Context: an optimization exercise on an open-source flow, tuned for small area, a short achievable clock period and few clock cycles per item. The choices shown serve that exercise and are no tape-out recipe.
Function was checked by simulation only, so behaviour that the tests miss may differ from the original.

==> flow/design.v <==
module armature_law (
    input  wire        clk,
    input  wire        rst,
    input  wire        cfg_we,
    input  wire [6:0]  cfg_addr,
    input  wire [31:0] cfg_wdata,
    input  wire        start,
    input  wire [31:0] meas,
    input  wire [31:0] sp,
    input  wire [31:0] inj,
    input  wire        inj_point,
    output wire        ready,
    output reg         done,
    output reg  [31:0] u,
    output reg  [31:0] integ,
    output reg  [15:0] gain,
    output reg  [31:0] err,
    output reg  [2:0]  flags
);
    reg [26:0]        step;
    reg signed [31:0] kp, ki, imin, imax, umin, umax, offset;
    reg [15:0]        tab [0:32];
    integer i;
    always @(posedge clk) begin
        if (cfg_we) begin
            case (cfg_addr)
                7'h00: step   <= cfg_wdata[26:0];
                7'h01: kp     <= cfg_wdata;
                7'h02: ki     <= cfg_wdata;
                7'h03: imin   <= cfg_wdata;
                7'h04: imax   <= cfg_wdata;
                7'h05: umin   <= cfg_wdata;
                7'h06: umax   <= cfg_wdata;
                7'h07: offset <= cfg_wdata;
                default: ;
            endcase
            for (i = 0; i < 33; i = i + 1)
                if (cfg_addr == 7'h40 + i)
                    tab[i] <= cfg_wdata[15:0];
        end
    end
    reg [12:0]        st;
    reg               ph1, p2a, p2b, fin;    
    assign ready = st[0];
    reg [47:0]        m_q, s_q;    
    reg [32:0]        i_q;         
    reg               ip_q;
    reg [31:0]        r_q;         
    reg [31:0]        ndv_q;       
    reg [4:0]         k_q;
    reg [11:0]        fq;          
    reg               xlo_q, xhi_q;
    reg signed [16:0] dt_q;        
    reg signed [32:0] z_q;         
    reg signed [53:0] accp, acci;
    reg [7:0]         shp, shi;
    wire signed [47:0] pe_q = m_q;
    wire signed [47:0] ie_q = s_q;
    wire signed [32:0] c_q  = i_q;
    wire oor = xlo_q | xhi_q;
    function [31:0] sat32;
        input signed [32:0] v;
        begin
            if (v[32] != v[31])
                sat32 = v[32] ? 32'h8000_0000 : 32'h7FFF_FFFF;
            else
                sat32 = v[31:0];
        end
    endfunction
    wire [32:0] sp_sum, e_diff, c_val;
    wire [31:0] mi = m_q[31:0], si = s_q[31:0], ii = i_q[31:0];
    wire        nc0, nc1, nc2, nc3;
    al_add #(33) u_sps (.a({si[31], si}), .b({ii[31], ii}), .cin(1'b0), .s(sp_sum), .cout(nc0));
    wire [31:0] sp_eff = ip_q ? si : sat32(sp_sum);
    al_add #(33) u_ed  (.a({sp_eff[31], sp_eff}), .b(~{mi[31], mi}), .cin(1'b1), .s(e_diff), .cout(nc1));
    wire [31:0] e_val  = sat32(e_diff);
    al_add #(33) u_c   (.a({offset[31], offset}), .b(ip_q ? {ii[31], ii} : 33'd0), .cin(1'b0), .s(c_val), .cout(nc2));
    wire               neg = err[31];
    wire [31:0]        dv  = {1'b0, step, 4'd0};                     
    wire [31:0]        rn0 = st[2] ? err : r_q;
    wire [31:0]        rn1, rn2, rn3;
    assign rn1 = {rn0[30:0], 1'b0} + (rn0[31] ? dv : ndv_q);
    assign rn2 = {rn1[30:0], 1'b0} + (rn1[31] ? dv : ndv_q);
    assign rn3 = {rn2[30:0], 1'b0} + (rn2[31] ? dv : ndv_q);
    wire [2:0]         qn  = {~rn1[31], ~rn2[31], ~rn3[31]};
    wire [32:0] xl, xh;
    wire        nxl, nxh;
    al_add #(33) u_xl (.a({err[31], err}), .b({1'b0, dv}), .cin(1'b0), .s(xl), .cout(nxl));
    al_add #(33) u_xh (.a({err[31], err}), .b(~{1'b0, dv}), .cin(1'b1), .s(xh), .cout(nxh));
    wire               x_low  = xl[32] || (xl == 33'd0);
    wire               x_high = !xh[32];
    wire [5:0]  kk   = xlo_q ? 6'd0 : xhi_q ? 6'd32 : {1'b0, k_q};
    wire [5:0]  ridx = st[4] ? kk : ({1'b0, k_q} + 6'd1);
    reg  [15:0] trd;
    integer j;
    always @(*) begin
        trd = 16'd0;
        for (j = 0; j < 33; j = j + 1)
            trd = trd | (tab[j] & {16{ridx == j}});
    end
    wire [16:0] dt_v;
    wire        ndt;
    al_add #(17) u_dt (.a({trd[15], trd}), .b(~{gain[15], gain}), .cin(1'b1), .s(dt_v), .cout(ndt));
    wire [7:0]         fch   = st[6] ? fq[7:0] : st[9] ? {6'd0, fq[2:1]} : {5'd0, fq[2:0]};
    wire signed [32:0] z_sh  = st[6] ? 33'sd0 : st[9] ? (z_q <<< 2) : (z_q <<< 3);
    wire [32:0] z_nx;
    wire [16:0] g_nx;
    wire        ng0;
    al_bmac #(17, 33) u_z (.a(dt_q), .b({1'b0, fch}), .acc(z_sh), .y(z_nx));
    al_add  #(17) u_g (.a({gain[15], gain}), .b(z_nx[32:16]), .cin(1'b0), .s(g_nx), .cout(ng0));
    wire [7:0]  ech   = ({8{st[2]}} & err[7:0])   | ({8{st[3]}} & err[15:8]) |
                        ({8{st[4]}} & err[23:16]) | ({8{st[5]}} & err[31:24]);
    wire        chs   = st[5] | p2b;                         
    wire [7:0]  ch    = ph1 ? ech : (p2a ? gain[7:0] : gain[15:8]);
    wire signed [8:0]  ch9 = {chs & ch[7], ch};
    wire signed [47:0] mcp = ph1 ? {{16{kp[31]}}, kp} : pe_q;
    wire signed [47:0] mci = ph1 ? {{16{ki[31]}}, ki} : ie_q;
    wire signed [53:0] ap  = st[2] ? 54'sd0 : p2a ? {{9{c_q[32]}}, c_q, 12'd0} : accp;
    wire signed [53:0] ai  = st[2] ? 54'sd0 : p2a ? {{10{integ[31]}}, integ, 12'd0} : acci;
    wire signed [57:0] sump, sumi;
    al_bmac #(48, 58) u_mp (.a(mcp), .b(ch9), .acc({{4{ap[53]}}, ap}), .y(sump));
    al_bmac #(48, 58) u_mi (.a(mci), .b(ch9), .acc({{4{ai[53]}}, ai}), .y(sumi));
    wire               s_ov  = !(&acci[53:33] | ~|acci[53:33]);
    wire               p_ov  = !(&accp[53:34] | ~|accp[53:34]);
    wire signed [33:0] s_v   = s_ov ? {acci[53], {33{~acci[53]}}} : acci[33:0];
    wire signed [34:0] pp_v  = p_ov ? {accp[53], {34{~accp[53]}}} : accp[34:0];
    wire [34:0] d_il, d_ih;
    wire        n_il, n_ih;
    al_add #(35) u_il (.a({s_v[33], s_v}), .b(~{{3{imin[31]}}, imin}), .cin(1'b1), .s(d_il), .cout(n_il));
    al_add #(35) u_ih (.a({{3{imax[31]}}, imax}), .b(~{s_v[33], s_v}), .cin(1'b1), .s(d_ih), .cout(n_ih));
    wire               i_lo  = d_il[34];
    wire               i_hi  = d_ih[34];
    wire signed [31:0] i_new = i_lo ? imin : i_hi ? imax : s_v[31:0];
    wire [35:0] v;
    wire        n_v;
    al_add #(36) u_v (.a({pp_v[34], pp_v}), .b({{4{i_new[31]}}, i_new}), .cin(1'b0), .s(v), .cout(n_v));
    wire [36:0] d_ul, d_uh;
    wire        n_ul, n_uh;
    al_add #(37) u_ul (.a({v[35], v}), .b(~{{5{umin[31]}}, umin}), .cin(1'b1), .s(d_ul), .cout(n_ul));
    al_add #(37) u_uh (.a({{5{umax[31]}}, umax}), .b(~{v[35], v}), .cin(1'b1), .s(d_uh), .cout(n_uh));
    wire               u_lo  = d_ul[36];
    wire               u_hi  = d_uh[36];
    wire signed [31:0] u_new = u_lo ? umin : u_hi ? umax : v[31:0];
    always @(posedge clk) begin
        if (rst) begin
            st    <= 13'd1;
            ph1   <= 1'b0;
            p2a   <= 1'b0;
            p2b   <= 1'b0;
            fin   <= 1'b0;
            done  <= 1'b0;
            integ <= 32'd0;
        end else begin
            done <= 1'b0;
            ph1  <= st[1] | st[2] | st[3] | st[4];
            p2a  <= oor ? st[5] : st[9];
            p2b  <= oor ? st[6] : st[10];
            fin  <= oor ? st[7] : st[11];
            if (st[0]) begin
                if (cfg_we && cfg_addr == 7'h08)
                    integ <= cfg_wdata;
                if (start)
                    st <= 13'd2;
            end else if (fin) begin
                st    <= 13'd1;
                done  <= 1'b1;
                integ <= i_new;
            end else begin
                st <= {st[11:0], 1'b0};
            end
        end
    end
    always @(posedge clk) begin
        if (st[5]) begin
            m_q <= {sump[39:0], shp};
            s_q <= {sumi[39:0], shi};
        end else if (|st[4:0]) begin
            m_q <= {16'd0, meas};
            s_q <= {16'd0, sp};
        end
        if (st[1])
            i_q <= c_val;
        else if (st[0])
            i_q <= {1'b0, inj};
        ip_q  <= inj_point;
        r_q   <= rn3;
        ndv_q <= 32'd0 - {1'b0, step, 4'd0};
        fq    <= {fq[8:0], qn};
        z_q   <= z_nx;
        accp  <= p2b ? (sump >>> 4) : (sump >>> 8);
        acci  <= p2b ? (sumi >>> 4) : (sumi >>> 8);
        shp   <= sump[7:0];
        shi   <= sumi[7:0];
        u     <= u_new;
        flags <= {u_lo | u_hi, i_hi, i_lo};
    end
    always @(posedge clk) begin
        if (st[1])
            err  <= e_val;
        if (st[2]) begin
            xlo_q <= x_low;
            xhi_q <= x_high;
        end
        if (st[3])
            k_q   <= {~neg, fq[2:0], qn[2]};
        if (st[4])
            gain <= trd;
        if (st[5])
            dt_q <= dt_v;
        if (st[9] && !oor)
            gain <= g_nx[15:0];
    end
endmodule
module al_add #(parameter W = 32) (
    input  wire [W-1:0] a,
    input  wire [W-1:0] b,
    input  wire         cin,
    output wire [W-1:0] s,
    output wire         cout
);
    localparam L = (W <= 2) ? 1 : (W <= 4) ? 2 : (W <= 8) ? 3 : (W <= 16) ? 4 :
                   (W <= 32) ? 5 : (W <= 64) ? 6 : 7;
    wire [W-1:0] p0 = a ^ b;
    wire [W-1:0] g0 = a & b;
    reg  [W-1:0] g, p;
    integer l, i;
    always @(*) begin
        g = g0;
        p = p0;
        g[0] = g0[0] | (p0[0] & cin);
        for (l = 0; l < L; l = l + 1)
            for (i = (2 << l) - 1; i < W; i = i + (2 << l)) begin
                g[i] = g[i] | (p[i] & g[i - (1 << l)]);
                p[i] = p[i] & p[i - (1 << l)];
            end
        for (l = L - 1; l >= 1; l = l - 1)
            for (i = (3 << (l - 1)) - 1; i < W; i = i + (1 << l)) begin
                g[i] = g[i] | (p[i] & g[i - (1 << (l - 1))]);
                p[i] = p[i] & p[i - (1 << (l - 1))];
            end
    end
    assign s    = p0 ^ {g, cin};
    assign cout = g[W-1];
endmodule
module al_bmac #(parameter W = 48, parameter OW = 58) (
    input  wire [W-1:0]  a,
    input  wire [8:0]    b,
    input  wire [OW-1:0] acc,
    output wire [OW-1:0] y
);
    localparam X = W + 1;
    localparam [OW-1:0] KC = -((({{OW{1'b0}}, 1'b1} << X) * 341) & {OW{1'b1}});
    wire [10:0]  bb  = {b[8], b, 1'b0};
    wire [X:0]   ax  = {a[W-1], a[W-1], a};
    wire [X+1:0] ax2 = {ax, 1'b0};
    reg  [OW-1:0] r0, r1, r2, r3, r4, kn;
    reg  [X:0]    pp;
    reg  [2:0]    d;
    reg           s1, s2, ng;
    integer gi;
    always @(*) begin
        kn = KC;
        r0 = 0; r1 = 0; r2 = 0; r3 = 0; r4 = 0;
        for (gi = 0; gi < 5; gi = gi + 1) begin
            d  = bb[2*gi +: 3];
            s1 = d[0] ^ d[1];
            s2 = (d == 3'b011) || (d == 3'b100);
            ng = d[2];
            pp = (({(X+1){s1}} & ax) | ({(X+1){s2}} & ax2[X:0])) ^ {(X+1){ng}};
            kn[2*gi] = ng;
            case (gi)
                0: r0 = {{OW{1'b0}}, ~pp[X], pp[X-1:0]};
                1: r1 = {{OW{1'b0}}, ~pp[X], pp[X-1:0]} << 2;
                2: r2 = {{OW{1'b0}}, ~pp[X], pp[X-1:0]} << 4;
                3: r3 = {{OW{1'b0}}, ~pp[X], pp[X-1:0]} << 6;
                default: r4 = {{OW{1'b0}}, ~pp[X], pp[X-1:0]} << 8;
            endcase
        end
    end
    wire [OW-1:0] o0 = acc, o1 = r0, o2 = r1, o3 = r2, o4 = r3, o5 = r4, o6 = kn;
    wire [OW-1:0] s_1 = o0 ^ o1 ^ o2;
    wire [OW-1:0] c_1 = {((o0 & o1) | (o0 & o2) | (o1 & o2)), 1'b0};
    wire [OW-1:0] s_2 = o3 ^ o4 ^ o5;
    wire [OW-1:0] c_2 = {((o3 & o4) | (o3 & o5) | (o4 & o5)), 1'b0};
    wire [OW-1:0] s_3 = s_1 ^ c_1 ^ s_2;
    wire [OW-1:0] c_3 = {((s_1 & c_1) | (s_1 & s_2) | (c_1 & s_2)), 1'b0};
    wire [OW-1:0] s_4 = c_2 ^ o6 ^ s_3;
    wire [OW-1:0] c_4 = {((c_2 & o6) | (c_2 & s_3) | (o6 & s_3)), 1'b0};
    wire [OW-1:0] s_5 = s_4 ^ c_4 ^ c_3;
    wire [OW-1:0] c_5 = {((s_4 & c_4) | (s_4 & c_3) | (c_4 & c_3)), 1'b0};
    wire co;
    al_add #(OW) fin (.a(s_5), .b(c_5), .cin(1'b0), .s(y), .cout(co));
endmodule
==> flow/flow/run.sh <==
#!/bin/bash
# Standard layout, with timing repair aiming at a shorter period than the
# 20 ns clock (the constraints themselves are unchanged).
set -euo pipefail
bash standard.sh SETUP_SLACK_MARGIN=11 finish > standard.log 2>&1
==> flow/standard.sh <==
#!/bin/bash
# synth_recipe.tcl (not shown) runs the flow's synth.tcl, then flattens the netlist and writes it again
# the make line also repeats each setting of config.mk as NAME=value (left out here)
make -C /OpenROAD-flow-scripts/flow DESIGN_CONFIG=/design/flow/config.mk WORK_HOME=/design/flow/orfs CLKGATE_MAP_FILE= SYNTH_SCRIPT=/design/flow/synth_recipe.tcl "${@:-finish}"
==> flow/config.mk <==
export PLATFORM = sky130hd
export DESIGN_NAME = armature_law
export DESIGN_NICKNAME = armature_law
export VERILOG_FILES = /design/flow/design.v
export SDC_FILE = /design/flow/constraint.sdc
export NUM_CORES = 4
export LEC_CHECK = 0
export CAP_MARGIN = 20
export CORE_MARGIN = 2
export CORE_UTILIZATION = 55
export SLEW_MARGIN = 20
==> flow/constraint.sdc <==
create_clock -name core_clock -period 20.0 [get_ports {clk}]
set_input_delay 4.0000 -clock core_clock [delete_from_list [all_inputs] [get_ports {clk}]]
set_output_delay 4.0000 -clock core_clock [all_outputs]
set_load 0.01 [all_outputs]
==> flow_metrics.py, run 1 <==
metrics = {
    "run_status": {
        "outcome": "no timing/DRC/antenna violations",
    },
    "clock_network": {
        "cts_tree": "built",
        "cts-root-buf": "clkbuf_16",
        "h-tree-depth": 4,
        "cts_buffers": 150,
        "clk_latency_ps": 840,
        "clockBufferDepth": 3,
        "path_clk_slew_ps": 60,
        "cts_sinks": 1284,
        "hold_buffers": 0,
    },
    "routing": {
        "drc": 0,
        "drtPass1Iterations": 10,
        "post_drt_wl_per_cell_um": 30.4,
        "vias": 75288,
        "drt_wl_total_mm": 357,
        "avgViaCountPerCell": 6.41,
        "drt_iter0_markers": 10211,
        "ant_nets": 0,
    },
    "synthesis": {
        "synth_top_family_by_area": "adder cells",
        "synth_seq_area_share_pct": 37.1,
        "muxShareOfSynthArea_pct": 5.34,
        "async_reset_ff_share_pct": 0,
        "yosys.area_share.simple_pct": 7.73,
        "syn_avg_cell_area_um2": 10.8,
        "syn_area_mm2": 0.0957,
        "synth_edf_count": 980,
        "syn_inst": 8902,
        "synth_top_area_cell": "edfxtp_1",
        "ys_ff_latch": 1284,
        "syn_nets": 10435,
        "synth_fa_ha_area_share_pct": 23.4,
        "yosys.area.top_type_share_pct": 30.7,
        "synth_xor_area_share_pct": 5.58,
        "synthFlopType": "edfxtp_1",
        "synth_warnings": 10,
        "synth.distinct_cells": 101,
        "synth-compound-area-share_pct": 15.0,
        "synth_area_leaders": "edfxtp_1 (31%), fa_1 (13%), ha_1 (9.9%)",
    },
    "sta": {
        "post-route-period-util_pct": 48.1,
        "setup-violations-final": 0,
        "skew_ps": 64.1,
        "hold_viol": 0,
        "slew_viol_final": 0,
        "hold_ws_ps": 344,
        "relSlewSlack_pct": 11.8,
        "min_period_ps": 9610,
        "tns_ps": 0,
        "worstMarginPinSlew_ps": 1310,
        "rsz0062_at_grt": "true",
        "fmax_ghz": 0.104,
    },
    "floorplan": {
        "die_area_mm2": 0.177,
        "pin_count": 257,
        "rows": 153,
        "die_w_um": 421,
        "fp.coreArea_mm2": 0.173,
        "start_util_pct": 55.2,
        "die_h_um": 421,
    },
    "worst_setup_path": {
        "r2r-start": "st[2]$_SDFFE_PP0P_",
        "path_common_cell": "buf_12",
        "regToRegSetupSlack_ps": 10390,
        "cpPeakStageDelay_ps": 500,
        "startpoint": "st[2]$_SDFFE_PP0P_",
        "crit_fanout": 7,
        "crit_arrival_ps": 10340,
        "required_ps": 20730,
        "critPathBufInv": 8,
        "worstSetupPathType": "reg -> reg",
        "cp-end-kind": "register",
        "cp-start-kind": "register",
        "critPathTopFamily": "compound AO/OA/AOI/OAI gates",
        "slowest_stage": "a2111o_1",
    },
    "min_path": {
        "hp-class": "reg -> reg",
        "holdCritStartpoint": "fq[4]$_DFF_P_",
    },
    "flow_run": {
        "drv_cap": 0,
    },
    "placement": {
        "hpwl_mm": 249,
        "gp_congestion": 0.952,
        "portBuffers": 256,
    },
    "layout": {
        "multiInputGateArea_mm2": 0.0570,
        "nFillCells": 13971,
        "fin_nets": 10808,
        "drive_above_1_share_pct": 13.4,
        "area_delta_synth_final_pct": 16.3,
        "regArea_mm2": 0.0355,
    },
    "grt": {
        "grt_pass1_wl_mm": 513,
        "grt_max_degree": 79,
        "grt_pass1_vias": 73589,
        "antenna_found_initial": 31,
        "grt_remaining_overflow": 0,
        "track_usage_pct": 39.4,
    },
}
-- Yosys cell counts, types with 36 or more instances --
cell and number:
inv_1 1011, edfxtp_1 980, ha_1 761, fa_1 632, xnor2_1 530, nor2_1 479, a21oi_1 464, a22oi_1 439
nand2_1 413, clkbuf_1 335, a21o_1 313, dfxtp_1 304, o21ai_0 284, mux2i_1 277, mux2_2 189, a22o_1 125
and2_1 118, buf_1 89, nand3_1 87, nand4_1 82, xor2_1 80, nand2b_1 65, nor3_1 63, o21a_1 58
nor2b_1 50, a211oi_1 43, or4_1 43, a211o_1 41, o21ai_1 40, and3_1 38, a222oi_1 36
-- cells in the final DEF (no fill, tap or decap), types with 238 or more instances in the layout --
cell	netlist	routed
nor2_1	479	450
mux2i_1	277	263
fa_1	632	622
clkdlybuf4s50_1	0	239
o21ai_0	284	238
xnor2_1	530	518
a21o_1	313	309
inv_1	1011	1000
a21oi_1	464	419
ha_1	761	709
nand2_1	413	398
edfxtp_1	980	980
dfxtp_1	304	292
buf_4	2	306
a22oi_1	439	429
-- registers in the layout (all words and copies together), names as in the netlist, 33 cells and up --
signal / count
m_q: 48
acci: 54
accp: 54
tab: 528
i_q: 33
s_q: 48
-- cell families after synthesis --
group                    count (synthesis)
adder cells (fa/ha/maj)               1420
AND/OR/NAND/NOR                       1544
AO/OA/AOI/OAI                         2094
flip-flops                            1284
buffers and inverters                 1471
XOR/XNOR                               610
multiplexers                           479
-- final cells by class --
type                    instances  area share, %
diodes                         17         0.0382
clock buffers                 188           3.60
clock inverters                90           1.03
inverters                    1019           3.46
multi-input cells            6152           51.2
flip-flops and latches       1284           31.9
well taps                    2325           2.61
repair buffers                668           6.16
-- through the flow --
stage                     utilization [%]  instance area, um2  cells  setup slack, ps
after floorplan                         -               95900   8902            10950
after global placement               58.3              101000  11209             8080
after detailed placement             58.3              101000  11209             8150
after CTS                            63.3              110000  11656            10570
after global routing                 64.2              111000  11727            10120
final                                64.2              111000  11743            10390
-- worst paths after layout --
check,cells past startpoint,to
min reg2reg,0,fq[7]$_DFF_P_
min,0,fq[7]$_DFF_P_
max,44,fq[0]$_DFF_P_
max reg2reg,44,fq[0]$_DFF_P_
-- metal layers --
layer  vias up  share of wire [%]  global-route usage [%]
met4        12                5.4                    17.8
met1     37575                 39                    54.3
met5         -              0.026                       0
met2      4514                 44                    59.3
li1      32344                  -                       -
met3       843                 12                    8.93
-- timing repair --
item | in CTS | in global routing
resized for setup | 315 | 204
hold endpoints to repair | 0 | 0
endpoints found under the setup margin | 231 | 131
pin swaps | 174 | 115
setup buffers | 141 | 60
cloned | 28 | 7
Testbench counts, summed over its fixed seeds: cycles 47,748, frames 4,096.
==> inputs of run 2 (changes only) <==
--- a/flow/design.v
+++ b/flow/design.v
@@ -71,3 +71,3 @@
     wire [31:0] mi = m_q[31:0], si = s_q[31:0], ii = i_q[31:0];
-    wire        nc0, nc1, nc2, nc3;
+    wire        nc0, nc1, nc2;
     al_add #(33) u_sps (.a({si[31], si}), .b({ii[31], ii}), .cin(1'b0), .s(sp_sum), .cout(nc0));
@@ -103,4 +103,4 @@
     al_add #(17) u_dt (.a({trd[15], trd}), .b(~{gain[15], gain}), .cin(1'b1), .s(dt_v), .cout(ndt));
-    wire [7:0]         fch   = st[6] ? fq[7:0] : st[9] ? {6'd0, fq[2:1]} : {5'd0, fq[2:0]};
-    wire signed [32:0] z_sh  = st[6] ? 33'sd0 : st[9] ? (z_q <<< 2) : (z_q <<< 3);
+    wire [4:0]         fch   = st[6] ? fq[7:3] : st[7] ? fq[5:1] : st[8] ? {1'b0, fq[3:0]} : {3'd0, fq[2:1]};
+    wire signed [32:0] z_sh  = st[6] ? 33'sd0 : st[7] ? (z_q <<< 5) : st[8] ? (z_q <<< 4) : (z_q <<< 2);
     wire [32:0] z_nx;
@@ -108,3 +108,3 @@
     wire        ng0;
-    al_bmac #(17, 33) u_z (.a(dt_q), .b({1'b0, fch}), .acc(z_sh), .y(z_nx));
+    al_bmac3 #(17, 33) u_z (.a(dt_q), .b({1'b0, fch}), .acc(z_sh), .y(z_nx));
     al_add  #(17) u_g (.a({gain[15], gain}), .b(z_nx[32:16]), .cin(1'b0), .s(g_nx), .cout(ng0));
@@ -244,2 +244,44 @@
 endmodule
+module al_bmac3 #(parameter W = 17, parameter OW = 33) (
+    input  wire [W-1:0]  a,
+    input  wire [5:0]    b,
+    input  wire [OW-1:0] acc,
+    output wire [OW-1:0] y
+);
+    localparam X = W + 1;
+    localparam [OW-1:0] KC = -((({{OW{1'b0}}, 1'b1} << X) * 21) & {OW{1'b1}});
+    wire [6:0]   bb  = {b, 1'b0};
+    wire [X:0]   ax  = {a[W-1], a[W-1], a};
+    wire [X+1:0] ax2 = {ax, 1'b0};
+    reg  [OW-1:0] r0, r1, r2, kn;
+    reg  [X:0]    pp;
+    reg  [2:0]    d;
+    reg           s1, s2, ng;
+    integer gi;
+    always @(*) begin
+        kn = KC;
+        r0 = 0; r1 = 0; r2 = 0;
+        for (gi = 0; gi < 3; gi = gi + 1) begin
+            d  = bb[2*gi +: 3];
+            s1 = d[0] ^ d[1];
+            s2 = (d == 3'b011) || (d == 3'b100);
+            ng = d[2];
+            pp = (({(X+1){s1}} & ax) | ({(X+1){s2}} & ax2[X:0])) ^ {(X+1){ng}};
+            kn[2*gi] = ng;
+            case (gi)
+                0: r0 = {{OW{1'b0}}, ~pp[X], pp[X-1:0]};
+                1: r1 = {{OW{1'b0}}, ~pp[X], pp[X-1:0]} << 2;
+                default: r2 = {{OW{1'b0}}, ~pp[X], pp[X-1:0]} << 4;
+            endcase
+        end
+    end
+    wire [OW-1:0] s_1 = acc ^ r0 ^ r1;
+    wire [OW-1:0] c_1 = {((acc & r0) | (acc & r1) | (r0 & r1)), 1'b0};
+    wire [OW-1:0] s_2 = r2 ^ kn ^ s_1;
+    wire [OW-1:0] c_2 = {((r2 & kn) | (r2 & s_1) | (kn & s_1)), 1'b0};
+    wire [OW-1:0] s_3 = c_1 ^ s_2 ^ c_2;
+    wire [OW-1:0] c_3 = {((c_1 & s_2) | (c_1 & c_2) | (s_2 & c_2)), 1'b0};
+    wire co;
+    al_add #(OW) fin (.a(s_3), .b(c_3), .cin(1'b0), .s(y), .cout(co));
+endmodule
 module al_bmac #(parameter W = 48, parameter OW = 58) (
--- a/flow/flow/run.sh
+++ b/flow/flow/run.sh
@@ -4,2 +4,2 @@
 set -euo pipefail
-bash standard.sh SETUP_SLACK_MARGIN=11 finish > standard.log 2>&1
+bash standard.sh SETUP_SLACK_MARGIN=13 finish > standard.log 2>&1
==> flow_metrics.py, run 2 <==
metrics = {
    "grt": {
        "antenna_found_initial": 35,
        "grt_remaining_overflow": 0,
        "grt_pass1_wl_mm": 527,
        "grt_pass1_vias": 75958,
        "grt_max_degree": 69,
        "track_usage_pct": 41.6,
        "gr-max-usage-layer": "met2",
        "met3_usage_pct": 9.43,
        "gr-usage-met1_pct": 52.7,
        "use_met2_pct": 63.8,
    },
    "layout": {
        "drive_above_1_share_pct": 22.2,
        "fin_nets": 11012,
        "largestRegisters": "tab: 528 flops, acci: 54 flops, accp: 54 flops",
        "final_cell_mix": "edfxtp_1 (980), inv_1 (909), ha_1 (631)",
        "area_delta_synth_final_pct": 24.7,
        "final_common_cell": "edfxtp_1",
        "largest_register_ffs": 528,
        "largest_register": "tab",
    },
    "synthesis": {
        "synthFlopType": "edfxtp_1",
        "yosys.area_share.simple_pct": 8.03,
        "synth.distinct_cells": 84,
        "syn_nets": 10265,
        "synth_area_leaders": "edfxtp_1 (31%), fa_1 (13%), ha_1 (9.9%)",
        "syn_inst": 8780,
        "syn_area_mm2": 0.0943,
        "syn_avg_cell_area_um2": 10.7,
        "yosys.area.top_type_share_pct": 31.2,
        "synth_warnings": 10,
        "synth_top_area_cell": "edfxtp_1",
        "synth_edf_count": 980,
        "ys_ff_latch": 1284,
        "muxShareOfSynthArea_pct": 5.54,
        "async_reset_ff_share_pct": 0,
        "synth_top_family_by_area": "adder cells",
        "synth_xor_area_share_pct": 5.27,
        "synth_fa_ha_area_share_pct": 22.6,
        "synth-compound-area-share_pct": 15.4,
        "synthTopCellsByCount": "edfxtp_1 (980), inv_1 (939), ha_1 (749)",
        "synth_seq_area_share_pct": 37.6,
        "synth_most_common_cell": "edfxtp_1",
    },
    "sta": {
        "tns_ps": 0,
        "setup-violations-final": 0,
        "skew_ps": 73.9,
        "fmax_ghz": 0.107,
        "rsz0062_at_grt": "true",
        "post-route-period-util_pct": 46.7,
        "relSlewSlack_pct": 16.8,
        "min_period_ps": 9350,
        "worstMarginPinSlew_ps": 1230,
        "postLayoutSetupSlackWorst_ps": 10650,
        "hold_ws_ps": 390,
        "hold_viol": 0,
        "slew_viol_final": 0,
    },
    "clock_network": {
        "hold_buffers": 0,
        "cts_sinks": 1284,
        "cts_buffers": 146,
        "cts_tree": "built",
        "clockBufferDepth": 3,
        "path_clk_slew_ps": 60,
        "cts-root-buf": "clkbuf_16",
        "h-tree-depth": 4,
        "clk_latency_ps": 840,
    },
    "worst_setup_path": {
        "cpPeakStageDelay_ps": 460,
        "crit_arrival_ps": 10080,
        "cp-end-kind": "register",
        "worstSetupPathType": "reg -> reg",
        "required_ps": 20740,
        "slowest_stage": "fa_1",
        "cp-start-kind": "register",
        "r2r-start": "acci[33]$_DFF_P_",
        "crit_fanout": 7,
        "startpoint": "acci[33]$_DFF_P_",
        "path_common_cell": "buf_6",
    },
    "floorplan": {
        "rows": 151,
        "fp.coreArea_mm2": 0.170,
        "die_w_um": 418,
        "pin_count": 257,
        "die_h_um": 418,
        "die_area_mm2": 0.175,
        "start_util_pct": 55.5,
    },
    "placement": {
        "portBuffers": 256,
        "hpwl_mm": 249,
        "pre_cts_ws_ps": 8700,
        "gp_congestion": 0.983,
    },
    "routing": {
        "ant_nets": 0,
        "drc": 0,
        "drt_wl_total_mm": 374,
        "avgViaCountPerCell": 6.53,
        "drt_iter0_markers": 10160,
        "drtPass1Iterations": 6,
        "vias": 77606,
        "post_drt_wl_per_cell_um": 31.5,
    },
    "min_path": {
        "holdCritStartpoint": "fq[4]$_DFF_P_",
        "hp-class": "reg -> reg",
    },
    "flow_run": {
        "drv_cap": 0,
    },
    "run_status": {
        "outcome": "no timing/DRC/antenna violations",
    },
}
## run 2: cell count changes in the layout (fill, tap and decap cells not counted), sizes merged, moves of 26 or more
| cell | change |
|---|---|
| a211o | -26 |
| a22o | +43 |
| buf | +337 |
| fa | -36 |
| inv | -72 |
| maj3 | -27 |
| nand2 | +52 |
| nand3b | +32 |
| or4 | -36 |
## run 2: final timing paths
path                            cells past startpoint  slack, ps            end
worst min-delay path                                0        390  fq[7]$_DFF_P_
worst max-delay path                               43      10650  u[14]$_DFF_P_
worst min register to register                      0        390  fq[7]$_DFF_P_
worst max register to register                     43      10650  u[14]$_DFF_P_
## run 2: cell type report
type / count / area [um2]
diodes: 18 / 45.0
clock buffers: 178 / 3940
clock inverters: 91 / 1260
fillers: 12324 / 52200
inverters: 945 / 3610
multi-input cells: 6131 / 59800
flip-flops and latches: 1284 / 35600
well taps: 2218 / 2780
repair buffers: 1015 / 10600
repair inverters: 4 / 38.8
## run 2: logic make-up (layout without fill, tap and decap cells)
group,after synthesis,after routing
buffers and inverters,1381,2233
adder cells (fa/ha/maj),1345,1345
AND/OR/NAND/NOR,1587,1596
XOR/XNOR,568,568
AO/OA/AOI/OAI,2119,2121
flip-flops,1284,1284
multiplexers,496,501
other,0,18
## run 2: critical path: cells and delay by family, from the launching register on
family | cells | cell delay (ps)
AOI/OAI and AO/OA | 22 | 4810
adders and majority gates | 4 | 1260
and+or+nand+nor | 9 | 1610
DFF | 1 | 330
muxes | 1 | 190
buffers and inverters | 7 | 1010
## run 2: timing repair
action | 4_1_cts | 5_1_grt
endpoints found under the setup margin | 317 | 278
cloned | 56 | 8
resized for setup | 811 | 492
hold endpoints to repair | 0 | 0
pin swaps | 402 | 422
buffers inserted | 363 | 161
## run 2: routing by layer
metal	up-vias	part of all wire [%]
met2	4910	45
li1	32943	-
met5	-	0.028
met1	38473	36
met4	14	8.3
met3	1266	11
## run 2: metrics by stage
| step | util, % | instances | area [um2] |
|---|---|---|---|
| global placement | 59.2 | 11006 | 101000 |
| global route | 69.3 | 11872 | 118000 |
| CTS | 67.0 | 11695 | 114000 |
| finish | 69.3 | 11884 | 118000 |
| floorplan | - | 8780 | 95700 |
| detailed placement | 59.2 | 11007 | 101000 |
Testbench counts of run 2, summed over its fixed seeds: cycles 47,748, frames 4,096.
==> inputs of run 3 (changes only) <==
--- a/flow/flow/run.sh
+++ b/flow/flow/run.sh
@@ -4,2 +4,2 @@
 set -euo pipefail
-bash standard.sh SETUP_SLACK_MARGIN=13 finish > standard.log 2>&1
+bash standard.sh SETUP_SLACK_MARGIN=12 finish > standard.log 2>&1
--- a/flow/config.mk
+++ b/flow/config.mk
@@ -9,3 +9,3 @@
 export CORE_MARGIN = 2
-export CORE_UTILIZATION = 55
+export CORE_UTILIZATION = 65
 export SLEW_MARGIN = 20
==> flow_metrics.py, run 3 <==
metrics = {
    "layout": {
        "final_common_cell": "edfxtp_1",
        "largest_register_ffs": 528,
        "fin_nets": 10788,
        "largest_register": "tab",
        "area_delta_synth_final_pct": 18.8,
        "design_area_mm2": 0.112,
        "largestRegisters": "tab: 528 flops, acci: 54 flops, accp: 54 flops",
        "final_cell_mix": "edfxtp_1 (980), inv_1 (930), ha_1 (673)",
        "drive_above_1_share_pct": 16.2,
    },
    "clock_network": {
        "path_clk_slew_ps": 60,
        "h-tree-depth": 4,
        "hold_buffers": 0,
        "cts-root-buf": "clkbuf_16",
        "cts_tree": "built",
        "clk_latency_ps": 880,
        "cts_sinks": 1284,
        "cts_buffers": 138,
        "clockBufferDepth": 3,
    },
    "placement": {
        "place_area_mm2": 0.0996,
        "hpwl_mm": 245,
        "portBuffers": 256,
        "gp_congestion": 1.04,
    },
    "sta": {
        "min_period_ps": 9330,
        "slew_viol_final": 0,
        "hold_viol": 0,
        "post-route-period-util_pct": 46.7,
        "setup-violations-final": 0,
        "fmax_ghz": 0.107,
        "skew_ps": 75.0,
        "rsz0062_at_grt": "true",
        "worstMarginPinSlew_ps": 1250,
        "relSlewSlack_pct": 14.5,
        "tns_ps": 0,
    },
    "routing": {
        "drt_iter0_markers": 12352,
        "vias": 79048,
        "drtPass1Iterations": 10,
        "drt_wl_total_mm": 365,
        "avgViaCountPerCell": 6.97,
        "drc": 0,
        "post_drt_wl_per_cell_um": 32.2,
        "ant_nets": 0,
    },
    "worst_setup_path": {
        "r2r_cells": 43,
        "r2r-start": "err[31]$_DFFE_PP_",
        "cp-end-kind": "register",
        "worstSetupPathType": "reg -> reg",
        "crit_arrival_ps": 10050,
        "reg2reg_to": "fq[0]$_DFF_P_",
        "slowest_stage": "edfxtp_1",
        "cpPeakStageDelay_ps": 540,
        "regToRegSetupSlack_ps": 10670,
        "cp-start-kind": "register",
        "crit_fanout": 7,
        "required_ps": 20720,
    },
    "synthesis": {
        "syn_avg_cell_area_um2": 10.7,
        "synthTopCellsByCount": "edfxtp_1 (980), inv_1 (939), ha_1 (749)",
        "synth_warnings": 10,
        "syn_nets": 10265,
        "async_reset_ff_share_pct": 0,
        "syn_area_mm2": 0.0943,
        "yosys.area.top_type_share_pct": 31.2,
        "synth.distinct_cells": 84,
        "synth_edf_count": 980,
        "synth_top_area_cell": "edfxtp_1",
        "synthFlopType": "edfxtp_1",
        "ys_ff_latch": 1284,
        "synth_most_common_cell": "edfxtp_1",
        "synth_seq_area_share_pct": 37.6,
        "syn_inst": 8780,
        "synth_area_leaders": "edfxtp_1 (31%), fa_1 (13%), ha_1 (9.9%)",
    },
    "grt": {
        "antenna_found_initial": 45,
        "grt_max_degree": 80,
        "grt_pass1_vias": 76786,
        "track_usage_pct": 48.2,
        "grt_remaining_overflow": 0,
        "grt_pass1_wl_mm": 516,
    },
    "run_status": {
        "outcome": "no timing/DRC/antenna violations",
    },
    "floorplan": {
        "die_w_um": 385,
        "fp.coreArea_mm2": 0.144,
        "rows": 139,
        "die_h_um": 385,
        "start_util_pct": 65.6,
        "pin_count": 257,
        "die_area_mm2": 0.148,
    },
    "flow_run": {
        "drv_cap": 0,
    },
    "min_path": {
        "hp-class": "reg -> reg",
        "holdCritStartpoint": "fq[4]$_DFF_P_",
        "holdPathStages": 0,
        "whs_endpoint": "fq[7]$_DFF_P_",
    },
}
[run 3: cell types whose count changed in the layout (fill, tap and decap cells not counted), sizes merged, moves of 4 or more]
cell | before | now
buf | 750 | 538
clkbuf | 186 | 176
diode | 18 | 28
clkinv | 70 | 63
bufbuf | 18 | 14
bufinv | 20 | 24
mux2 | 204 | 208
[run 3: worst max path at each step]
stage / startpoint / endpoint / depth (start not counted)
6_report: err[31]$_DFFE_PP_ / fq[0]$_DFF_P_ / 43
5_1_grt: err[31]$_DFFE_PP_ / fq[0]$_DFF_P_ / 45
4_1_cts: acci[41]$_DFF_P_ / u[0]$_DFF_P_ / 41
3_5_place_dp: acci[42]$_DFF_P_ / u[0]$_DFF_P_ / 40
3_3_place_gp: acci[42]$_DFF_P_ / u[0]$_DFF_P_ / 41
2_1_floorplan: acci[34]$_DFF_P_ / u[0]$_DFF_P_ / 38
[run 3: stage by stage]
step	setup WS, ps	util, %	hold WS (ps)	cells
finish	10670	77.9	388	11349
CTS	10910	76.1	376	11196
floorplan	11610	-	346	8780
global placement	9230	69.3	365	10679
detailed placement	9080	69.3	371	10680
global route	10350	77.9	397	11323
[run 3: repair_timing]
| item | in CTS | in global routing |
|---|---|---|
| setup buffers | 222 | 107 |
| resized for setup | 454 | 263 |
| endpoints found under the setup margin | 281 | 175 |
| gates cloned | 39 | 14 |
| pin swaps | 154 | 166 |
[run 3: per-layer routing]
metal / part of all wire [%] / track usage, % / vias to the layer above
met5: 0.041 / 0 / -
met4: 8.9 / 33.8 / 24
met3: 15 / 16.5 / 1620
met2: 42 / 69.0 / 6540
met1: 34 / 61.2 / 38371
li1: - / - / 32493
[run 3: final cells by class]
class / instances / area, um2
Timing Repair inverter: 3 / 25.0
Clock buffer: 163 / 3650
Inverter: 945 / 3600
Tap cell: 1903 / 2380
Timing Repair Buffer: 803 / 8240
Multi-Input combinational cell: 6128 / 57100
Sequential cell: 1284 / 35600
Clock inverter: 92 / 1460
Fill cell: 9045 / 31800
Antenna cell: 28 / 70.1
[run 3: logic make-up after synthesis]
kind of cell               count (synthesis)  synth area share (%)
xor gates and xnor gates                 568                  5.27
adders and majority gates               1345                  22.6
buffers and inverters                   1381                  5.53
muxes                                    496                  5.54
DFF                                     1284                  37.6
and+or+nand+nor                         1587                  8.03
AOI/OAI and AO/OA                       2119                  15.4
[run 3: worst max-delay path, delay by kind of cell, from the launching register on]
kind,cells,cell delay [ps]
muxes,3,900
DFF,1,540
and+or+nand+nor,6,1350
AOI/OAI and AO/OA,21,4000
adders and majority gates,3,610
xor gates and xnor gates,4,750
buffers and inverters,6,1030
==> inputs of run 4 (changes only) <==
--- a/flow/flow/run.sh
+++ b/flow/flow/run.sh
@@ -4,2 +4,2 @@
 set -euo pipefail
-bash standard.sh SETUP_SLACK_MARGIN=12 finish > standard.log 2>&1
+bash standard.sh SETUP_SLACK_MARGIN=11 finish > standard.log 2>&1
--- a/flow/config.mk
+++ b/flow/config.mk
@@ -9,3 +9,3 @@
 export CORE_MARGIN = 2
-export CORE_UTILIZATION = 65
+export CORE_UTILIZATION = 55
 export SLEW_MARGIN = 20
==> flow_metrics.py, run 4 <==
metrics = {
    "grt": {
        "antenna_found_initial": 40,
        "use_met2_pct": 59.5,
        "track_usage_pct": 40.1,
        "grt_pass1_wl_mm": 507,
        "gr-usage-met1_pct": 54.0,
        "met3_usage_pct": 11.6,
        "grt_pass1_vias": 72386,
        "grt_max_degree": 71,
        "gr-max-usage-layer": "met2",
        "grt_remaining_overflow": 0,
    },
    "synthesis": {
        "synthFlopType": "edfxtp_1",
        "synth_top_area_cell": "edfxtp_1",
        "async_reset_ff_share_pct": 0,
        "synth_top_family_by_area": "adder cells",
        "syn_avg_cell_area_um2": 10.7,
        "syn_inst": 8780,
        "yosys.area_share.simple_pct": 8.03,
        "synth_seq_area_share_pct": 37.6,
        "synth-compound-area-share_pct": 15.4,
        "synthTopCellsByCount": "edfxtp_1 (980), inv_1 (939), ha_1 (749)",
        "ys_ff_latch": 1284,
        "synth_fa_ha_area_share_pct": 22.6,
        "synth_xor_area_share_pct": 5.27,
        "synth_most_common_cell": "edfxtp_1",
        "syn_nets": 10265,
        "synth_warnings": 10,
        "muxShareOfSynthArea_pct": 5.54,
        "synth_edf_count": 980,
        "yosys.area.top_type_share_pct": 31.2,
        "synth.distinct_cells": 84,
        "syn_area_mm2": 0.0943,
        "synth_area_leaders": "edfxtp_1 (31%), fa_1 (13%), ha_1 (9.9%)",
    },
    "clock_network": {
        "hold_buffers": 0,
        "h-tree-depth": 4,
        "cts_buffers": 149,
        "clockBufferDepth": 3,
        "cts_tree": "built",
        "clk_latency_ps": 840,
        "cts_sinks": 1284,
        "path_clk_slew_ps": 60,
        "cts-root-buf": "clkbuf_16",
    },
    "layout": {
        "design_area_mm2": 0.109,
        "fin_nets": 10619,
        "final_cell_mix": "edfxtp_1 (980), inv_1 (934), ha_1 (713)",
        "final_common_cell": "edfxtp_1",
        "largest_register": "tab",
        "nFillCells": 13538,
        "regArea_mm2": 0.0356,
        "area_delta_synth_final_pct": 15.8,
        "multiInputGateArea_mm2": 0.0559,
        "largestRegisters": "tab: 528 flops, acci: 54 flops, accp: 54 flops",
        "drive_above_1_share_pct": 12.7,
        "final_core_util_pct": 64.3,
        "largest_register_ffs": 528,
    },
    "worst_setup_path": {
        "r2r-start": "acci[42]$_DFF_P_",
        "required_ps": 20720,
        "startpoint": "acci[42]$_DFF_P_",
        "slowest_stage": "fa_2",
        "cp-start-kind": "register",
        "reg2reg_to": "u[0]$_DFF_P_",
        "cpPeakStageDelay_ps": 570,
        "regToRegSetupSlack_ps": 10810,
        "crit_fanout": 8,
        "critPathBufInv": 3,
        "critPathTopFamily": "compound AO/OA/AOI/OAI gates",
        "path_depth": 40,
        "crit_arrival_ps": 9910,
        "cp-end-kind": "register",
        "critical_path.endpoint": "u[0]$_DFF_P_",
        "worstSetupPathType": "reg -> reg",
        "r2r_cells": 40,
        "path_common_cell": "o21ai_2",
    },
    "floorplan": {
        "die_h_um": 418,
        "fp.coreArea_mm2": 0.170,
        "start_util_pct": 55.5,
        "rows": 151,
        "die_w_um": 418,
        "pin_count": 257,
        "die_area_mm2": 0.175,
    },
    "sta": {
        "hold_ws_ps": 375,
        "relSlewSlack_pct": 13.2,
        "hold_viol": 0,
        "slew_viol_final": 0,
        "post-route-period-util_pct": 45.9,
        "postLayoutSetupSlackWorst_ps": 10810,
        "setup-violations-final": 0,
        "worstMarginPinSlew_ps": 1300,
        "fmax_ghz": 0.109,
        "min_period_ps": 9190,
        "skew_ps": 86.9,
        "tns_ps": 0,
        "rsz0062_at_grt": "true",
    },
    "routing": {
        "ant_nets": 0,
        "vias": 74886,
        "drt_iter0_markers": 9873,
        "post_drt_wl_per_cell_um": 31.0,
        "avgViaCountPerCell": 6.50,
        "drtPass1Iterations": 8,
        "drt_wl_total_mm": 358,
        "drc": 0,
    },
    "placement": {
        "gp_congestion": 1.00,
        "portBuffers": 256,
        "hpwl_mm": 256,
        "pre_cts_ws_ps": 8110,
        "place_area_mm2": 0.0999,
    },
    "flow_run": {
        "drv_cap": 0,
    },
    "min_path": {
        "hp-class": "reg -> reg",
    },
    "run_status": {
        "outcome": "no timing/DRC/antenna violations",
    },
}
==> run 4: cell counts after synthesis <==
No cell type changed its count.
==> run 4: kinds of logic after synthesis <==
| logic type | Yosys count |
|---|---|
| AOI/OAI and AO/OA | 2119 |
| and+or+nand+nor | 1587 |
| buffers and inverters | 1381 |
| adders and majority gates | 1345 |
| DFF | 1284 |
| xor gates and xnor gates | 568 |
| muxes | 496 |
==> run 4: layout make-up <==
cell class,instances,share of cell area (%)
diodes,43,0.0985
repair buffers,633,5.78
multi-input cells,6121,51.1
flip-flops and latches,1284,32.5
inverters,945,3.29
well taps,2218,2.54
clock inverters,88,0.983
clock buffers,188,3.63
==> run 4: how the worst min path moves through the flow <==
stage / start / to / slack (ps) / depth (start not counted)
after CTS: fq[4]$_DFF_P_ / fq[7]$_DFF_P_ / 370 / 0
after detailed placement: fq[4]$_DFF_P_ / fq[7]$_DFF_P_ / 360 / 0
after global routing: fq[4]$_DFF_P_ / fq[7]$_DFF_P_ / 380 / 0
final: fq[4]$_DFF_P_ / fq[7]$_DFF_P_ / 370 / 0
after global placement: fq[4]$_DFF_P_ / fq[7]$_DFF_P_ / 360 / 0
after floorplan: fq[0]$_DFF_P_ / fq[3]$_DFF_P_ / 350 / 0
==> run 4: per-layer routing <==
layer  wire, um  part of all wire (%)  up-vias
li1           -                     -    32142
met1     138000                    38    37264
met2     153000                    43     4584
met3      45600                    13      868
met4      20700                   5.8       28
met5        173                 0.048        -
==> run 4: timing repair <==
| action | in CTS | in global routing |
|---|---|---|
| gates cloned | 18 | 8 |
| setup endpoints to repair | 258 | 127 |
| resized for setup | 287 | 223 |
| setup buffers | 86 | 66 |
| pin swaps | 74 | 92 |
==> run 4: through the flow <==
| stage | std cells |
|---|---|
| floorplan | 8780 |
| global placement | 11021 |
| detailed placement | 11021 |
| CTS | 11401 |
| global route | 11483 |
| finish | 11520 |
==> inputs of run 5 (changes only) <==
--- a/flow/design.v
+++ b/flow/design.v
@@ -41,3 +41,3 @@
     end
-    reg [12:0]        st;
+    reg [11:0]        st;
     reg               ph1, p2a, p2b, fin;    
@@ -103,9 +103,9 @@
     al_add #(17) u_dt (.a({trd[15], trd}), .b(~{gain[15], gain}), .cin(1'b1), .s(dt_v), .cout(ndt));
-    wire [4:0]         fch   = st[6] ? fq[7:3] : st[7] ? fq[5:1] : st[8] ? {1'b0, fq[3:0]} : {3'd0, fq[2:1]};
-    wire signed [32:0] z_sh  = st[6] ? 33'sd0 : st[7] ? (z_q <<< 5) : st[8] ? (z_q <<< 4) : (z_q <<< 2);
+    wire [7:0]         fch   = st[6] ? fq[7:0] : st[7] ? {5'd0, fq[2:0]} : {3'd0, fq[2:0], 2'd0};
+    wire signed [32:0] z_sh  = st[6] ? 33'sd0 : st[7] ? (z_q <<< 3) : (z_q <<< 5);
     wire [32:0] z_nx;
-    wire [16:0] g_nx;
-    wire        ng0;
-    al_bmac3 #(17, 33) u_z (.a(dt_q), .b({1'b0, fch}), .acc(z_sh), .y(z_nx));
-    al_add  #(17) u_g (.a({gain[15], gain}), .b(z_nx[32:16]), .cin(1'b0), .s(g_nx), .cout(ng0));
+    al_zmac u_z (.a(dt_q), .b({1'b0, fch}), .acc(z_sh),
+                 .g(st[8] ? {gain[15], gain, 16'd0} : 33'd0),
+                 .f1(st[8] & qn[2]), .f0(st[8] & qn[1]), .y(z_nx));
+    wire [16:0] g_nx = z_nx[32:16];
     wire [7:0]  ech   = ({8{st[2]}} & err[7:0])   | ({8{st[3]}} & err[15:8]) |
@@ -145,3 +145,3 @@
         if (rst) begin
-            st    <= 13'd1;
+            st    <= 12'd1;
             ph1   <= 1'b0;
@@ -155,5 +155,5 @@
             ph1  <= st[1] | st[2] | st[3] | st[4];
-            p2a  <= oor ? st[5] : st[9];
-            p2b  <= oor ? st[6] : st[10];
-            fin  <= oor ? st[7] : st[11];
+            p2a  <= oor ? st[5] : st[8];
+            p2b  <= oor ? st[6] : st[9];
+            fin  <= oor ? st[7] : st[10];
             if (st[0]) begin
@@ -162,5 +162,5 @@
                 if (start)
-                    st <= 13'd2;
+                    st <= 12'd2;
             end else if (fin) begin
-                st    <= 13'd1;
+                st    <= 12'd1;
                 done  <= 1'b1;
@@ -168,3 +168,3 @@
             end else begin
-                st <= {st[11:0], 1'b0};
+                st <= {st[10:0], 1'b0};
             end
@@ -209,3 +209,3 @@
             dt_q <= dt_v;
-        if (st[9] && !oor)
+        if (st[8] && !oor)
             gain <= g_nx[15:0];
@@ -244,14 +244,17 @@
 endmodule
-module al_bmac3 #(parameter W = 17, parameter OW = 33) (
-    input  wire [W-1:0]  a,
-    input  wire [5:0]    b,
-    input  wire [OW-1:0] acc,
-    output wire [OW-1:0] y
+module al_zmac (
+    input  wire [16:0] a,
+    input  wire [8:0]  b,
+    input  wire [32:0] acc,
+    input  wire [32:0] g,
+    input  wire        f1,
+    input  wire        f0,
+    output wire [32:0] y
 );
-    localparam X = W + 1;
-    localparam [OW-1:0] KC = -((({{OW{1'b0}}, 1'b1} << X) * 21) & {OW{1'b1}});
-    wire [6:0]   bb  = {b, 1'b0};
+    localparam W = 17, OW = 33, X = W + 1;
+    localparam [OW-1:0] KC = -((({{OW{1'b0}}, 1'b1} << X) * 341) & {OW{1'b1}});
+    wire [10:0]  bb  = {b[8], b, 1'b0};
     wire [X:0]   ax  = {a[W-1], a[W-1], a};
     wire [X+1:0] ax2 = {ax, 1'b0};
-    reg  [OW-1:0] r0, r1, r2, kn;
+    reg  [OW-1:0] r0, r1, r2, r3, r4, kn;
     reg  [X:0]    pp;
@@ -262,4 +265,4 @@
         kn = KC;
-        r0 = 0; r1 = 0; r2 = 0;
-        for (gi = 0; gi < 3; gi = gi + 1) begin
+        r0 = 0; r1 = 0; r2 = 0; r3 = 0; r4 = 0;
+        for (gi = 0; gi < 5; gi = gi + 1) begin
             d  = bb[2*gi +: 3];
@@ -273,3 +276,5 @@
                 1: r1 = {{OW{1'b0}}, ~pp[X], pp[X-1:0]} << 2;
-                default: r2 = {{OW{1'b0}}, ~pp[X], pp[X-1:0]} << 4;
+                2: r2 = {{OW{1'b0}}, ~pp[X], pp[X-1:0]} << 4;
+                3: r3 = {{OW{1'b0}}, ~pp[X], pp[X-1:0]} << 6;
+                default: r4 = {{OW{1'b0}}, ~pp[X], pp[X-1:0]} << 8;
             endcase
@@ -279,8 +284,19 @@
     wire [OW-1:0] c_1 = {((acc & r0) | (acc & r1) | (r0 & r1)), 1'b0};
-    wire [OW-1:0] s_2 = r2 ^ kn ^ s_1;
-    wire [OW-1:0] c_2 = {((r2 & kn) | (r2 & s_1) | (kn & s_1)), 1'b0};
-    wire [OW-1:0] s_3 = c_1 ^ s_2 ^ c_2;
-    wire [OW-1:0] c_3 = {((c_1 & s_2) | (c_1 & c_2) | (s_2 & c_2)), 1'b0};
-    wire co;
-    al_add #(OW) fin (.a(s_3), .b(c_3), .cin(1'b0), .s(y), .cout(co));
+    wire [OW-1:0] s_2 = r2 ^ r3 ^ r4;
+    wire [OW-1:0] c_2 = {((r2 & r3) | (r2 & r4) | (r3 & r4)), 1'b0};
+    wire [OW-1:0] s_3 = kn ^ g ^ s_1;
+    wire [OW-1:0] c_3 = {((kn & g) | (kn & s_1) | (g & s_1)), 1'b0};
+    wire [OW-1:0] s_4 = c_1 ^ s_2 ^ c_2;
+    wire [OW-1:0] c_4 = {((c_1 & s_2) | (c_1 & c_2) | (s_2 & c_2)), 1'b0};
+    wire [OW-1:0] s_5 = s_3 ^ c_3 ^ s_4;
+    wire [OW-1:0] c_5 = {((s_3 & c_3) | (s_3 & s_4) | (c_3 & s_4)), 1'b0};
+    wire [OW-1:0] s_6 = s_5 ^ c_5 ^ c_4;
+    wire [OW-1:0] c_6 = {((s_5 & c_5) | (s_5 & c_4) | (c_5 & c_4)), 1'b0};
+    wire [OW-1:0] l1 = {{(OW-W-1){a[W-1]}}, a, 1'b0} & {OW{f1}};
+    wire [OW-1:0] l0 = {{(OW-W){a[W-1]}}, a} & {OW{f0}};
+    wire [OW-1:0] s_7 = s_6 ^ c_6 ^ l1;
+    wire [OW-1:0] c_7 = {((s_6 & c_6) | (s_6 & l1) | (c_6 & l1)), 1'b0};
+    wire [OW-1:0] s_8 = s_7 ^ c_7 ^ l0;
+    wire [OW-1:0] c_8 = {((s_7 & c_7) | (s_7 & l0) | (c_7 & l0)), 1'b0};
+    assign y = s_8 + c_8;
 endmodule
==> flow_metrics.py, run 5 <==
metrics = {
    "synthesis": {
        "synth_area_leaders": "edfxtp_1 (30%), fa_1 (14%), ha_1 (9.9%)",
        "synth_seq_area_share_pct": 36.5,
        "syn_inst": 9049,
        "synth.distinct_cells": 99,
        "syn_nets": 10633,
        "synth_warnings": 10,
        "synthTopCellsByCount": "inv_1 (1116), edfxtp_1 (980), ha_1 (767)",
        "syn_avg_cell_area_um2": 10.7,
        "syn_area_mm2": 0.0972,
        "synth_edf_count": 980,
        "synth_most_common_cell": "inv_1",
        "synth_top_area_cell": "edfxtp_1",
        "synthFlopType": "edfxtp_1",
        "yosys.area.top_type_share_pct": 30.3,
        "ys_ff_latch": 1282,
        "async_reset_ff_share_pct": 0,
    },
    "sta": {
        "fmax_ghz": 0.104,
        "relSlewSlack_pct": 17.0,
        "setup-violations-final": 0,
        "post-route-period-util_pct": 48.2,
        "tns_ps": 0,
        "worstMarginPinSlew_ps": 1240,
        "slew_viol_final": 0,
        "skew_ps": 55.8,
        "rsz0062_at_grt": "true",
        "min_period_ps": 9640,
        "hold_viol": 0,
    },
    "routing": {
        "post_drt_wl_per_cell_um": 31.1,
        "drt_wl_total_mm": 372,
        "vias": 77212,
        "drc": 0,
        "drt_iter0_markers": 9811,
        "avgViaCountPerCell": 6.45,
        "drtPass1Iterations": 8,
        "ant_nets": 0,
    },
    "clock_network": {
        "cts-root-buf": "clkbuf_16",
        "cts_sinks": 1282,
        "h-tree-depth": 4,
        "cts_tree": "built",
        "clk_latency_ps": 850,
        "cts_buffers": 147,
        "clockBufferDepth": 3,
        "path_clk_slew_ps": 70,
    },
    "worst_setup_path": {
        "critPathBufInv": 20,
        "crit_fanout": 15,
        "r2r_cells": 49,
        "worstSetupPathType": "reg -> reg",
        "path_depth": 49,
        "slowest_stage": "or4_4",
        "cp-start-kind": "register",
        "crit_arrival_ps": 10360,
        "path_common_cell": "buf_4",
        "cp-end-kind": "register",
        "critPathTopFamily": "compound AO/OA/AOI/OAI gates",
        "cpPeakStageDelay_ps": 540,
        "required_ps": 20730,
    },
    "layout": {
        "final_common_cell": "inv_1",
        "largest_register_ffs": 528,
        "multiInputGateArea_mm2": 0.0585,
        "nFillCells": 13938,
        "area_delta_synth_final_pct": 17.3,
        "fin_nets": 11086,
        "drive_above_1_share_pct": 14.4,
        "final_cell_mix": "inv_1 (1101), edfxtp_1 (980), ha_1 (716)",
        "largestRegisters": "tab: 528 flops, acci: 54 flops, accp: 54 flops",
        "largest_register": "tab",
        "regArea_mm2": 0.0355,
    },
    "floorplan": {
        "die_area_mm2": 0.180,
        "die_w_um": 424,
        "rows": 154,
        "fp.coreArea_mm2": 0.176,
        "pin_count": 257,
        "start_util_pct": 55.3,
        "die_h_um": 424,
    },
    "placement": {
        "portBuffers": 256,
        "hpwl_mm": 259,
        "gp_congestion": 0.981,
    },
    "grt": {
        "grt_pass1_vias": 75092,
        "track_usage_pct": 40.3,
        "grt_pass1_wl_mm": 524,
        "grt_max_degree": 101,
        "grt_remaining_overflow": 0,
        "antenna_found_initial": 38,
    },
    "min_path": {
        "hp-class": "reg -> reg",
        "holdPathStages": 0,
    },
    "run_status": {
        "outcome": "no timing/DRC/antenna violations",
    },
    "flow_run": {
        "drv_cap": 0,
    },
}
[run 5: cell types whose count changed after synthesis, sizes merged, moves of 32 or more]
cell	change
inv	+183
fa	+81
nand2	-54
nor2	+50
o31ai	+39
o21ai	-36
xnor2	+36
mux2i	-32
nand3b	-32
[run 5: logic make-up (layout without fill, tap and decap cells)]
family                     Yosys count  count (layout)  share of synthesized area (%)
muxes                              445             449                           4.82
buffers and inverters             1582            2144                           6.19
xor gates and xnor gates           638             638                           5.81
adders and majority gates         1444            1444                           23.8
AOI/OAI and AO/OA                 2145            2147                           15.6
other                                0              17                              0
DFF                               1282            1282                           36.5
and+or+nand+nor                   1513            1518                           7.32
[run 5: worst paths after layout]
check	startpoint	end	slack, ps
setup / recovery	acci[45]$_DFF_P_	u[15]$_DFF_P_	10360
hold / removal	fq[3]$_DFF_P_	fq[6]$_DFF_P_	320
setup reg to reg	acci[45]$_DFF_P_	u[15]$_DFF_P_	10360
hold reg to reg	fq[3]$_DFF_P_	fq[6]$_DFF_P_	320
[run 5: worst register-to-register path, delay by kind of cell, from the launching register on]
family                   cells  cell delay (ps)
AND/OR/NAND/NOR              4              960
buffers and inverters       20             2850
adder cells (fa/ha/maj)      4             1300
flip-flops                   1              320
multiplexers                 2              370
AO/OA/AOI/OAI               19             3750
[run 5: layout make-up]
type,count,share of cell area (%)
clock inverter,77,0.906
tap,2340,2.57
clock buffer,192,3.47
sequential,1282,31.2
multi-input combinational,6196,51.3
antenna,17,0.0373
timing repair buffer,747,6.82
inverter,1128,3.75
[run 5: per-stage QoR]
stage	area (um2)	setup slack (ps)	utilization, %	hold slack, ps	std cells
3_3_place_gp	103000	8300	58.4	335	11354
5_1_grt	114000	10150	64.8	333	11966
6_report	114000	10360	64.8	318	11979
4_1_cts	111000	10600	63.4	312	11825
2_1_floorplan	97700	11000	-	332	9049
3_5_place_dp	103000	8130	58.4	341	11354
[run 5: layer usage]
metal	wire, um	track usage, %
met5	177	0
met4	25500	23.4
met3	44300	9.17
met2	161000	60.1
met1	142000	53.9
[run 5: repair_timing]
| item | CTS | global route |
|---|---|---|
| gates cloned | 31 | 15 |
| hold buffers | 0 | 0 |
| gates resized for setup | 321 | 272 |
| hold endpoints to repair | 0 | 0 |
| pin swaps | 150 | 173 |
| setup buffers | 171 | 122 |
| setup endpoints to repair | 292 | 143 |
Testbench counts of run 5, summed over its fixed seeds: cycles 45,027, frames 4,096.

==> static timing again, ports no longer ideal <==
The results above use ideal ports. As a check the final layouts listed here were re-extracted and re-timed, cells and wires unchanged.
Step 1 sets driving cells, clkbuf_16 on the clock port and buf_2 on the other inputs (assumed; they add their load-dependent delay and slew).
Step 2, shift: input delay + t, output delay - t, t = (earliest + latest rising clock arrival at the registers) / 2. This alone moves slack from input paths to output paths.
a / b / c = ideal / step 1 / step 2; a / b = the first two.
| run | t, ns | setup slack, ns | hold WS [ns] | worst setup path after step 2 |
|---|---|---|---|---|
| run 1 | 0.903 | 10.390 / 10.390 / 10.390 | 0.344 / 0.344 / 0.344 | register to register |
| run 2 | 0.885 | 10.651 / 10.651 / 10.651 | 0.390 / 0.390 / 0.390 | register to register |
| run 3 | 0.904 | 10.669 / 10.669 / 10.669 | 0.388 / 0.388 / 0.388 | register to register |
| run 4 | 0.897 | 10.815 / 10.815 / 10.815 | 0.375 / 0.375 / 0.375 | register to register |
| run 5 | 0.914 | 10.364 / 10.364 / 10.364 | 0.318 / 0.318 / 0.318 | register to register |
After both steps setup and hold are still met in every run listed.
